Source: an optimization exercise on an open RTL-to-GDS flow (aim: small area, a short achievable clock period and few clock cycles per item). Production flows keep margins and buffers that such runs may drop.
At most, simulation tests tie the RTL to the original design; equivalence was not proved.

==> module sha256_core, before the edit <==
module sha256_core (
    input  wire         clk,
    input  wire         rst,          
    input  wire         in_valid,
    output wire         in_ready,
    input  wire         in_first,     
    input  wire [511:0] in_block,     
    output reg          out_valid,
    output wire [255:0] out_digest    
);
    localparam [255:0] IV = {32'h6a09e667, 32'hbb67ae85, 32'h3c6ef372, 32'ha54ff53a,
                             32'h510e527f, 32'h9b05688c, 32'h1f83d9ab, 32'h5be0cd19};
    localparam [2047:0] KTAB = {
        32'hc67178f2, 32'hbef9a3f7, 32'ha4506ceb, 32'h90befffa, 32'h8cc70208, 32'h84c87814, 32'h78a5636f, 32'h748f82ee,
        32'h682e6ff3, 32'h5b9cca4f, 32'h4ed8aa4a, 32'h391c0cb3, 32'h34b0bcb5, 32'h2748774c, 32'h1e376c08, 32'h19a4c116,
        32'h106aa070, 32'hf40e3585, 32'hd6990624, 32'hd192e819, 32'hc76c51a3, 32'hc24b8b70, 32'ha81a664b, 32'ha2bfe8a1,
        32'h92722c85, 32'h81c2c92e, 32'h766a0abb, 32'h650a7354, 32'h53380d13, 32'h4d2c6dfc, 32'h2e1b2138, 32'h27b70a85,
        32'h14292967, 32'h06ca6351, 32'hd5a79147, 32'hc6e00bf3, 32'hbf597fc7, 32'hb00327c8, 32'ha831c66d, 32'h983e5152,
        32'h76f988da, 32'h5cb0a9dc, 32'h4a7484aa, 32'h2de92c6f, 32'h240ca1cc, 32'h0fc19dc6, 32'hefbe4786, 32'he49b69c1,
        32'hc19bf174, 32'h9bdc06a7, 32'h80deb1fe, 32'h72be5d74, 32'h550c7dc3, 32'h243185be, 32'h12835b01, 32'hd807aa98,
        32'hab1c5ed5, 32'h923f82a4, 32'h59f111f1, 32'h3956c25b, 32'he9b5dba5, 32'hb5c0fbcf, 32'h71374491, 32'h428a2f98
    };
    reg         run;         
    reg         rdy;         
    reg         init;        
    reg  [6:0]  kc;          
    reg         first;       
    reg  [31:0] a, b, c, d, e, f, g, h, hk;
    reg  [31:0] kq;
    reg  [31:0] w [0:15];
    reg  [31:0] q0, q1, q2, q3, r0, r1, r2, r3;
    assign in_ready   = rdy;
    assign out_digest = {q3, q2, q1, q0, r3, r2, r1, r0};
    function [31:0] fa_s(input [31:0] x, input [31:0] y, input [31:0] z);
        fa_s = x ^ y ^ z;
    endfunction
    function [31:0] fa_c(input [31:0] x, input [31:0] y, input [31:0] z);
        fa_c = {(x[30:0] & y[30:0]) | (x[30:0] & z[30:0]) | (y[30:0] & z[30:0]), 1'b0};
    endfunction
    wire [31:0] s1  = {e[5:0], e[31:6]} ^ {e[10:0], e[31:11]} ^ {e[24:0], e[31:25]};
    wire [31:0] ch  = (e & f) | (~e & g);
    wire [31:0] s0  = {a[1:0], a[31:2]} ^ {a[12:0], a[31:13]} ^ {a[21:0], a[31:22]};
    wire [31:0] mj  = (a & b) | (a & c) | (b & c);
    wire [31:0] x1s = fa_s(s1, ch, hk), x1c = fa_c(s1, ch, hk);
    wire [31:0] x2s = fa_s(x1s, x1c, s0), x2c = fa_c(x1s, x1c, s0);
    wire [31:0] x3s = fa_s(x2s, x2c, mj), x3c = fa_c(x2s, x2c, mj);
    wire [31:0] a_new = x3s + x3c;
    wire [31:0] y2s = fa_s(x1s, x1c, d), y2c = fa_c(x1s, x1c, d);
    wire [31:0] e_new = y2s + y2c;
    wire [31:0] sig0 = {w[1][6:0], w[1][31:7]} ^ {w[1][17:0], w[1][31:18]} ^ (w[1] >> 3);
    wire [31:0] sig1 = {w[14][16:0], w[14][31:17]} ^ {w[14][18:0], w[14][31:19]} ^ (w[14] >> 10);
    wire [31:0] m1s = fa_s(sig0, sig1, w[0]), m1c = fa_c(sig0, sig1, w[0]);
    wire [31:0] m2s = fa_s(m1s, m1c, w[9]),  m2c = fa_c(m1s, m1c, w[9]);
    wire [31:0] w_next = m2s + m2c;
    wire [5:0]  kcn = kc[5:0] + 6'd1;
    wire [31:0] kn  = KTAB[{kcn, 5'd0} +: 32];
    wire [31:0] hn  = init ? (first ? IV[31:0] : r0) : g;
    wire [31:0] p1s = fa_s(hn, kq, w[0]), p1c = fa_c(hn, kq, w[0]);
    wire [31:0] hk_next = p1s + p1c;
    wire        addph = run & (kc[6] | (kc[5:1] == 5'b11111));
    reg  [31:0] iva, ive;
    always @(*) begin
        case (kc[1:0])
            2'b10: begin iva = IV[159:128]; ive = IV[31:0];   end
            2'b11: begin iva = IV[191:160]; ive = IV[63:32];  end
            2'b00: begin iva = IV[223:192]; ive = IV[95:64];  end
            default: begin iva = IV[255:224]; ive = IV[127:96]; end
        endcase
    end
    wire [31:0] qsum = (first ? iva : q0) + a;
    wire [31:0] rsum = (first ? ive : r0) + e;
    wire        last = run & (kc == 7'd65);
    wire        take = rdy & in_valid;
    integer i;
    always @(posedge clk) begin
        if (rst) begin
            run       <= 1'b0;
            rdy       <= 1'b0;
            init      <= 1'b0;
            out_valid <= 1'b0;
        end else begin
            out_valid <= last;
            init      <= take;
            if (take)
                run <= 1'b1;
            else if (last)
                run <= 1'b0;
            rdy <= (run & (kc == 7'd64)) | ((~run | last) & ~take);
        end
    end
    always @(posedge clk) begin
        if (rdy) begin
            first <= in_first;
            for (i = 0; i < 16; i = i + 1)
                w[i] <= in_block[511 - 32*i -: 32];
        end else begin
            for (i = 0; i < 15; i = i + 1)
                w[i] <= w[i + 1];
            w[15] <= w_next;
        end
        kc <= take ? 7'd0 : kc + 7'd1;
        hk <= hk_next;
        kq <= take ? KTAB[31:0] : kn;
        if (init) begin
            if (first)
                {a, b, c, d, e, f, g, h} <= IV;
            else
                {a, b, c, d, e, f, g, h} <= {q3, q2, q1, q0, r3, r2, r1, r0};
        end else begin
            h <= g; g <= f; f <= e; e <= e_new;
            d <= c; c <= b; b <= a; a <= a_new;
        end
        if (addph) begin
            q0 <= q1; q1 <= q2; q2 <= q3; q3 <= qsum;
            r0 <= r1; r1 <= r2; r2 <= r3; r3 <= rsum;
        end
    end
endmodule
==> flow/config.mk <==
export PLATFORM = sky130hd
export DESIGN_NAME = sha256_core
export DESIGN_NICKNAME = sha256_core
export VERILOG_FILES = /design/flow/design.v
export SDC_FILE = /design/flow/constraint.sdc
export NUM_CORES = 4
export LEC_CHECK = 0
export CAP_MARGIN = 20
export CORE_MARGIN = 2
export CORE_UTILIZATION = 55
export CTS_BUF_LIST = sky130_fd_sc_hd__clkbuf_8
export CTS_CLUSTER_SIZE = 24
export SLEW_MARGIN = 20
==> flow/constraint.sdc <==
create_clock -name core_clock -period 10.0 [get_ports {clk}]
set_input_delay 2.0000 -clock core_clock [delete_from_list [all_inputs] [get_ports {clk}]]
set_output_delay 2.0000 -clock core_clock [all_outputs]
set_load 0.01 [all_outputs]
standard.sh (not shown) runs the stock make flow with config.mk's settings and CLKGATE_MAP_FILE= SYNTH_SCRIPT=/design/flow/synth_recipe.tcl, a recipe that flattens the netlist after the stock synthesis.
==> flow/flow/run.sh <==
#!/bin/bash
set -euo pipefail
export BUFFER_PORTS_ARGS="-buffer_cell sky130_fd_sc_hd__buf_1"
export SETUP_SLACK_MARGIN=5
bash standard.sh > standard_make.log 2>&1
The baseline produced a clean layout.
Rerun with:
--- a/flow/design.v
+++ b/flow/design.v
@@ -27,5 +27,4 @@
     reg         first;       
     reg  [31:0] a, b, c, d, e, f, g, h, hk;
-    reg  [31:0] kq;
     reg  [31:0] w [0:15];
     reg  [31:0] q0, q1, q2, q3, r0, r1, r2, r3;
@@ -38,4 +37,24 @@
         fa_c = {(x[30:0] & y[30:0]) | (x[30:0] & z[30:0]) | (y[30:0] & z[30:0]), 1'b0};
     endfunction
+    function [31:0] add_sk(input [31:0] x, input [31:0] y);
+        reg [31:0] gg, pp, g2, p2;
+        integer i, l;
+        begin
+            gg = x & y;
+            pp = x ^ y;
+            for (l = 1; l < 32; l = l * 2) begin
+                g2 = gg;
+                p2 = pp;
+                for (i = 0; i < 32; i = i + 1)
+                    if (i & l) begin
+                        g2[i] = gg[i] | (pp[i] & gg[(i & ~(l - 1)) - 1]);
+                        p2[i] = pp[i] & pp[(i & ~(l - 1)) - 1];
+                    end
+                gg = g2;
+                pp = p2;
+            end
+            add_sk = (x ^ y) ^ {gg[30:0], 1'b0};
+        end
+    endfunction
     wire [31:0] s1  = {e[5:0], e[31:6]} ^ {e[10:0], e[31:11]} ^ {e[24:0], e[31:25]};
     wire [31:0] ch  = (e & f) | (~e & g);
@@ -45,17 +64,16 @@
     wire [31:0] x2s = fa_s(x1s, x1c, s0), x2c = fa_c(x1s, x1c, s0);
     wire [31:0] x3s = fa_s(x2s, x2c, mj), x3c = fa_c(x2s, x2c, mj);
-    wire [31:0] a_new = x3s + x3c;
+    wire [31:0] a_new = add_sk(x3s, x3c);
     wire [31:0] y2s = fa_s(x1s, x1c, d), y2c = fa_c(x1s, x1c, d);
-    wire [31:0] e_new = y2s + y2c;
+    wire [31:0] e_new = add_sk(y2s, y2c);
     wire [31:0] sig0 = {w[1][6:0], w[1][31:7]} ^ {w[1][17:0], w[1][31:18]} ^ (w[1] >> 3);
     wire [31:0] sig1 = {w[14][16:0], w[14][31:17]} ^ {w[14][18:0], w[14][31:19]} ^ (w[14] >> 10);
     wire [31:0] m1s = fa_s(sig0, sig1, w[0]), m1c = fa_c(sig0, sig1, w[0]);
     wire [31:0] m2s = fa_s(m1s, m1c, w[9]),  m2c = fa_c(m1s, m1c, w[9]);
-    wire [31:0] w_next = m2s + m2c;
-    wire [5:0]  kcn = kc[5:0] + 6'd1;
-    wire [31:0] kn  = KTAB[{kcn, 5'd0} +: 32];
+    wire [31:0] w_next = add_sk(m2s, m2c);
+    wire [31:0] kn  = KTAB[{kc[5:0], 5'd0} +: 32];
     wire [31:0] hn  = init ? (first ? IV[31:0] : r0) : g;
-    wire [31:0] p1s = fa_s(hn, kq, w[0]), p1c = fa_c(hn, kq, w[0]);
-    wire [31:0] hk_next = p1s + p1c;
+    wire [31:0] p1s = fa_s(hn, kn, w[0]), p1c = fa_c(hn, kn, w[0]);
+    wire [31:0] hk_next = add_sk(p1s, p1c);
     wire        addph = run & (kc[6] | (kc[5:1] == 5'b11111));
     reg  [31:0] iva, ive;
@@ -68,6 +86,6 @@
         endcase
     end
-    wire [31:0] qsum = (first ? iva : q0) + a;
-    wire [31:0] rsum = (first ? ive : r0) + e;
+    wire [31:0] qsum = add_sk(first ? iva : q0, a);
+    wire [31:0] rsum = add_sk(first ? ive : r0, e);
     wire        last = run & (kc == 7'd65);
     wire        take = rdy & in_valid;
@@ -101,5 +119,4 @@
         kc <= take ? 7'd0 : kc + 7'd1;
         hk <= hk_next;
-        kq <= take ? KTAB[31:0] : kn;
         if (init) begin
             if (first)
After rerunning:
- The new run ran to the end with no violations
- final area is lower by 4.8%
- worst hold slack barely changes
- critical path depth is lower by 1
- clock-buffer cell count is lower by 4
- clock skew is lower by 0.031 ns
- wire length is lower by 5.0%
- global-route usage is higher by 0.67 points
- first-iteration DRC count is lower by about 24%
- area after synthesis is lower by about 6%
- worst setup slack got worse by 0.013 ns
Testbench counts after the change, summed over its fixed seeds: cycles 25,368, blocks 384.
The RTL of the first run of this note was laid out without a check of its function.

========
Setup of run A:
Another version of the RTL of sha256_core (not shown whole).
Size in the first run: roughly 4300 cells after synthesis, ~1000 flip-flops, about 770 I/O pins, ~0.050 mm² of cells after synthesis.
// sha256_core
module sha256_core (
    input  wire         clk,
    input  wire         rst,          
    input  wire         in_valid,
    output wire         in_ready,
    input  wire         in_first,     
    input  wire [511:0] in_block,     
    output reg          out_valid,
    output wire [255:0] out_digest    
);
    localparam [255:0] IV = {32'h6a09e667, 32'hbb67ae85, 32'h3c6ef372, 32'ha54ff53a,
                             32'h510e527f, 32'h9b05688c, 32'h1f83d9ab, 32'h5be0cd19};
    localparam [2047:0] KTAB = {
        32'hc67178f2, 32'hbef9a3f7, 32'ha4506ceb, 32'h90befffa, 32'h8cc70208, 32'h84c87814, 32'h78a5636f, 32'h748f82ee,
        32'h682e6ff3, 32'h5b9cca4f, 32'h4ed8aa4a, 32'h391c0cb3, 32'h34b0bcb5, 32'h2748774c, 32'h1e376c08, 32'h19a4c116,
        32'h106aa070, 32'hf40e3585, 32'hd6990624, 32'hd192e819, 32'hc76c51a3, 32'hc24b8b70, 32'ha81a664b, 32'ha2bfe8a1,
        32'h92722c85, 32'h81c2c92e, 32'h766a0abb, 32'h650a7354, 32'h53380d13, 32'h4d2c6dfc, 32'h2e1b2138, 32'h27b70a85,
        32'h14292967, 32'h06ca6351, 32'hd5a79147, 32'hc6e00bf3, 32'hbf597fc7, 32'hb00327c8, 32'ha831c66d, 32'h983e5152,
        32'h76f988da, 32'h5cb0a9dc, 32'h4a7484aa, 32'h2de92c6f, 32'h240ca1cc, 32'h0fc19dc6, 32'hefbe4786, 32'he49b69c1,
        32'hc19bf174, 32'h9bdc06a7, 32'h80deb1fe, 32'h72be5d74, 32'h550c7dc3, 32'h243185be, 32'h12835b01, 32'hd807aa98,
  ...
==> module sha256_core, before the edit <==
module sha256_core (
    input  wire         clk,
    input  wire         rst,          
    input  wire         in_valid,
    output wire         in_ready,
    input  wire         in_first,     
    input  wire [511:0] in_block,     
    output reg          out_valid,
    output wire [255:0] out_digest    
);
    localparam [255:0] IV = {32'h6a09e667, 32'hbb67ae85, 32'h3c6ef372, 32'ha54ff53a,
                             32'h510e527f, 32'h9b05688c, 32'h1f83d9ab, 32'h5be0cd19};
    localparam [2047:0] KTAB = {
        32'hc67178f2, 32'hbef9a3f7, 32'ha4506ceb, 32'h90befffa, 32'h8cc70208, 32'h84c87814, 32'h78a5636f, 32'h748f82ee,
        32'h682e6ff3, 32'h5b9cca4f, 32'h4ed8aa4a, 32'h391c0cb3, 32'h34b0bcb5, 32'h2748774c, 32'h1e376c08, 32'h19a4c116,
        32'h106aa070, 32'hf40e3585, 32'hd6990624, 32'hd192e819, 32'hc76c51a3, 32'hc24b8b70, 32'ha81a664b, 32'ha2bfe8a1,
        32'h92722c85, 32'h81c2c92e, 32'h766a0abb, 32'h650a7354, 32'h53380d13, 32'h4d2c6dfc, 32'h2e1b2138, 32'h27b70a85,
        32'h14292967, 32'h06ca6351, 32'hd5a79147, 32'hc6e00bf3, 32'hbf597fc7, 32'hb00327c8, 32'ha831c66d, 32'h983e5152,
        32'h76f988da, 32'h5cb0a9dc, 32'h4a7484aa, 32'h2de92c6f, 32'h240ca1cc, 32'h0fc19dc6, 32'hefbe4786, 32'he49b69c1,
        32'hc19bf174, 32'h9bdc06a7, 32'h80deb1fe, 32'h72be5d74, 32'h550c7dc3, 32'h243185be, 32'h12835b01, 32'hd807aa98,
        32'hab1c5ed5, 32'h923f82a4, 32'h59f111f1, 32'h3956c25b, 32'he9b5dba5, 32'hb5c0fbcf, 32'h71374491, 32'h428a2f98
    };
    reg         run;         
    reg         rdy;         
    reg         init;        
    reg  [6:0]  kc;          
    reg         first;       
    reg  [31:0] a, b, c, d, e, f, g, h, hk;
    reg  [31:0] w [0:15];
    reg  [31:0] q0, q1, q2, q3, r0, r1, r2, r3;
    assign in_ready   = rdy;
    assign out_digest = {q3, q2, q1, q0, r3, r2, r1, r0};
    function [31:0] fa_s(input [31:0] x, input [31:0] y, input [31:0] z);
        fa_s = x ^ y ^ z;
    endfunction
    function [31:0] fa_c(input [31:0] x, input [31:0] y, input [31:0] z);
        fa_c = {(x[30:0] & y[30:0]) | (x[30:0] & z[30:0]) | (y[30:0] & z[30:0]), 1'b0};
    endfunction
    function [31:0] add_sk(input [31:0] x, input [31:0] y);
        reg [31:0] gg, pp, g2, p2;
        integer i, l;
        begin
            gg = x & y;
            pp = x ^ y;
            for (l = 1; l < 32; l = l * 2) begin
                g2 = gg;
                p2 = pp;
                for (i = 0; i < 32; i = i + 1)
                    if (i & l) begin
                        g2[i] = gg[i] | (pp[i] & gg[(i & ~(l - 1)) - 1]);
                        p2[i] = pp[i] & pp[(i & ~(l - 1)) - 1];
                    end
                gg = g2;
                pp = p2;
            end
            add_sk = (x ^ y) ^ {gg[30:0], 1'b0};
        end
    endfunction
    wire [31:0] s1  = {e[5:0], e[31:6]} ^ {e[10:0], e[31:11]} ^ {e[24:0], e[31:25]};
    wire [31:0] ch  = (e & f) | (~e & g);
    wire [31:0] s0  = {a[1:0], a[31:2]} ^ {a[12:0], a[31:13]} ^ {a[21:0], a[31:22]};
    wire [31:0] mj  = (a & b) | (a & c) | (b & c);
    wire [31:0] x1s = fa_s(s1, ch, hk), x1c = fa_c(s1, ch, hk);
    wire [31:0] x2s = fa_s(x1s, x1c, s0), x2c = fa_c(x1s, x1c, s0);
    wire [31:0] x3s = fa_s(x2s, x2c, mj), x3c = fa_c(x2s, x2c, mj);
    wire [31:0] a_new = add_sk(x3s, x3c);
    wire [31:0] y2s = fa_s(x1s, x1c, d), y2c = fa_c(x1s, x1c, d);
    wire [31:0] e_new = add_sk(y2s, y2c);
    wire [31:0] sig0 = {w[1][6:0], w[1][31:7]} ^ {w[1][17:0], w[1][31:18]} ^ (w[1] >> 3);
    wire [31:0] sig1 = {w[14][16:0], w[14][31:17]} ^ {w[14][18:0], w[14][31:19]} ^ (w[14] >> 10);
    wire [31:0] m1s = fa_s(sig0, sig1, w[0]), m1c = fa_c(sig0, sig1, w[0]);
    wire [31:0] m2s = fa_s(m1s, m1c, w[9]),  m2c = fa_c(m1s, m1c, w[9]);
    wire [31:0] kn  = KTAB[{kc[5:0], 5'd0} +: 32];
    wire [31:0] hn  = init ? (first ? IV[31:0] : r0) : g;
    wire [31:0] p1s = fa_s(hn, kn, w[0]), p1c = fa_c(hn, kn, w[0]);
    wire [31:0] hk_next = add_sk(p1s, p1c);
    wire        addph = run & (kc[6] | (kc[5:1] == 5'b11111));
    reg  [31:0] iva, ive;
    always @(*) begin
        case (kc[1:0])
            2'b10: begin iva = IV[159:128]; ive = IV[31:0];   end
            2'b11: begin iva = IV[191:160]; ive = IV[63:32];  end
            2'b00: begin iva = IV[223:192]; ive = IV[95:64];  end
            default: begin iva = IV[255:224]; ive = IV[127:96]; end
        endcase
    end
    wire [31:0] w_next = add_sk(addph ? (first ? iva : q0) : m2s, addph ? a : m2c);
    wire [31:0] qsum = w_next;
    wire [31:0] rsum = add_sk(first ? ive : r0, e);
    wire        last = run & (kc == 7'd65);
    wire        take = rdy & in_valid;
    integer i;
    always @(posedge clk) begin
        if (rst) begin
            run       <= 1'b0;
            rdy       <= 1'b0;
            init      <= 1'b0;
            out_valid <= 1'b0;
        end else begin
            out_valid <= last;
            init      <= take;
            if (take)
                run <= 1'b1;
            else if (last)
                run <= 1'b0;
            rdy <= (run & (kc == 7'd64)) | ((~run | last) & ~take);
        end
    end
    always @(posedge clk) begin
        if (rdy) begin
            first <= in_first;
            for (i = 0; i < 16; i = i + 1)
                w[i] <= in_block[511 - 32*i -: 32];
        end else begin
            for (i = 0; i < 15; i = i + 1)
                w[i] <= w[i + 1];
            w[15] <= w_next;
        end
        kc <= take ? 7'd0 : kc + 7'd1;
        hk <= hk_next;
        if (init) begin
            if (first)
                {a, b, c, d, e, f, g, h} <= IV;
            else
                {a, b, c, d, e, f, g, h} <= {q3, q2, q1, q0, r3, r2, r1, r0};
        end else begin
            h <= g; g <= f; f <= e; e <= e_new;
            d <= c; c <= b; b <= a; a <= a_new;
        end
        if (addph) begin
            q0 <= q1; q1 <= q2; q2 <= q3; q3 <= qsum;
            r0 <= r1; r1 <= r2; r2 <= r3; r3 <= rsum;
        end
    end
endmodule
==> flow/config.mk <==
export PLATFORM = sky130hd
export DESIGN_NAME = sha256_core
export DESIGN_NICKNAME = sha256_core
export VERILOG_FILES = /design/flow/design.v
export SDC_FILE = /design/flow/constraint.sdc
export NUM_CORES = 4
export LEC_CHECK = 0
export CAP_MARGIN = 20
export CORE_MARGIN = 2
export CORE_UTILIZATION = 55
export CTS_BUF_LIST = sky130_fd_sc_hd__clkbuf_16
export CTS_CLUSTER_DIAMETER = 120
export CTS_CLUSTER_SIZE = 20
export SLEW_MARGIN = 20
==> flow/constraint.sdc <==
create_clock -name core_clock -period 10.0 [get_ports {clk}]
set_input_delay 2.0000 -clock core_clock [delete_from_list [all_inputs] [get_ports {clk}]]
set_output_delay 2.0000 -clock core_clock [all_outputs]
set_load 0.01 [all_outputs]
Scripts as last shown in full above: flow/flow/run.sh
Testbench counts of run A, summed over its fixed seeds: cycles 25,368, blocks 384.
The following lists how run B was set up differently from run A:
diff --git a/flow/design.v b/flow/design.v
--- a/flow/design.v
+++ b/flow/design.v
@@ -23,12 +23,21 @@
     reg         run;         
     reg         rdy;         
     reg         init;        
     reg  [6:0]  kc;          
     reg         first;       
-    reg  [31:0] a, b, c, d, e, f, g, h, hk;
-    reg  [31:0] w [0:15];
+    reg  [31:0] a, c, e, g, h, hk;
+    reg  [31:0] bn, dn, fn;
+    wire [31:0] b = ~bn, d = ~dn, f = ~fn;
+    reg  [31:0] wq [0:15];
+    wire [31:0] w [0:15];
+    genvar gi;
+    generate
+        for (gi = 0; gi < 16; gi = gi + 1) begin : wpol
+            assign w[gi] = (gi % 2) ? ~wq[gi] : wq[gi];
+        end
+    endgenerate
     reg  [31:0] q0, q1, q2, q3, r0, r1, r2, r3;
     assign in_ready   = rdy;
     assign out_digest = {q3, q2, q1, q0, r3, r2, r1, r0};
     function [31:0] fa_s(input [31:0] x, input [31:0] y, input [31:0] z);
         fa_s = x ^ y ^ z;
@@ -108,26 +117,26 @@
     end
     always @(posedge clk) begin
         if (rdy) begin
             first <= in_first;
             for (i = 0; i < 16; i = i + 1)
-                w[i] <= in_block[511 - 32*i -: 32];
+                wq[i] <= (i % 2) ? ~in_block[511 - 32*i -: 32] : in_block[511 - 32*i -: 32];
         end else begin
             for (i = 0; i < 15; i = i + 1)
-                w[i] <= w[i + 1];
-            w[15] <= w_next;
+                wq[i] <= ~wq[i + 1];
+            wq[15] <= ~w_next;
         end
         kc <= take ? 7'd0 : kc + 7'd1;
         hk <= hk_next;
         if (init) begin
             if (first)
-                {a, b, c, d, e, f, g, h} <= IV;
+                {a, bn, c, dn, e, fn, g, h} <= IV ^ {32'd0, {32{1'b1}}, 32'd0, {32{1'b1}}, 32'd0, {32{1'b1}}, 64'd0};
             else
-                {a, b, c, d, e, f, g, h} <= {q3, q2, q1, q0, r3, r2, r1, r0};
+                {a, bn, c, dn, e, fn, g, h} <= {q3, ~q2, q1, ~q0, r3, ~r2, r1, r0};
         end else begin
-            h <= g; g <= f; f <= e; e <= e_new;
-            d <= c; c <= b; b <= a; a <= a_new;
+            h <= g; g <= ~fn; fn <= ~e; e <= e_new;
+            dn <= ~c; c <= ~bn; bn <= ~a; a <= a_new;
         end
         if (addph) begin
             q0 <= q1; q1 <= q2; q2 <= q3; q3 <= qsum;
             r0 <= r1; r1 <= r2; r2 <= r3; r3 <= rsum;
         end
--- outcome ---
Run B: PASS, flow complete, no timing, DRC or antenna violations. Run B vs run A: final-layout clock buffer total down in run B. When run B is set beside run A, its sequential share of layout area turns out to be 0.41 points larger. Changes observed in run B relative to run A: max-slew headroom at the worst pin went up, total global-route track usage went up. met1 routed wirelength after detailed routing for run B is higher than for run A. Compared to run A, run B shows a narrower setup margin. Run B against run A: via-per-instance ratio decreased by 2.1% relative to the old numbers; count of boundary I/O pins saw little to no change; area growth from synthesis to final layout saw a decrease. Complex-gate fraction of the synthesized area in run B is 2.0 points higher than in run A. Summary — first-iteration DRC count, run B relative to run A: higher, by about 12%.
No functional check of the RTL was part of run B.

[port drivers added, routing unchanged]
No port has a modelled driver above. Below, the same layouts with a new extraction and two added sets of constraints.
Step 1 (the two cells are an assumption about what drives the block):
set clk [get_ports {clk}]
set_driving_cell -lib_cell sky130_fd_sc_hd__clkbuf_16 $clk
set_driving_cell -lib_cell sky130_fd_sc_hd__buf_2 [delete_from_list [all_inputs] $clk]
Step 2 moves the port delays by t, midway between the first and last clock arrival at a register: inputs arrive t later, outputs are due t later. That takes back most of the time a late clock gives input paths.
Three values: ideal, step 1, step 2; two values: the first two.
run | t, ns | setup slack, ns | worst setup path at the end
the first run of note 1 | 0.939 | 5.058 / 5.058 / 5.058 | register to register
the second run of note 1 | 0.952 | 5.045 / 5.045 / 5.045 | register to register
run A | 0.778 | 5.069 / 5.069 / 5.069 | register to register
run B | 0.774 | 4.903 / 4.903 / 4.903 | register to register
After both steps every run listed still meets setup and hold.
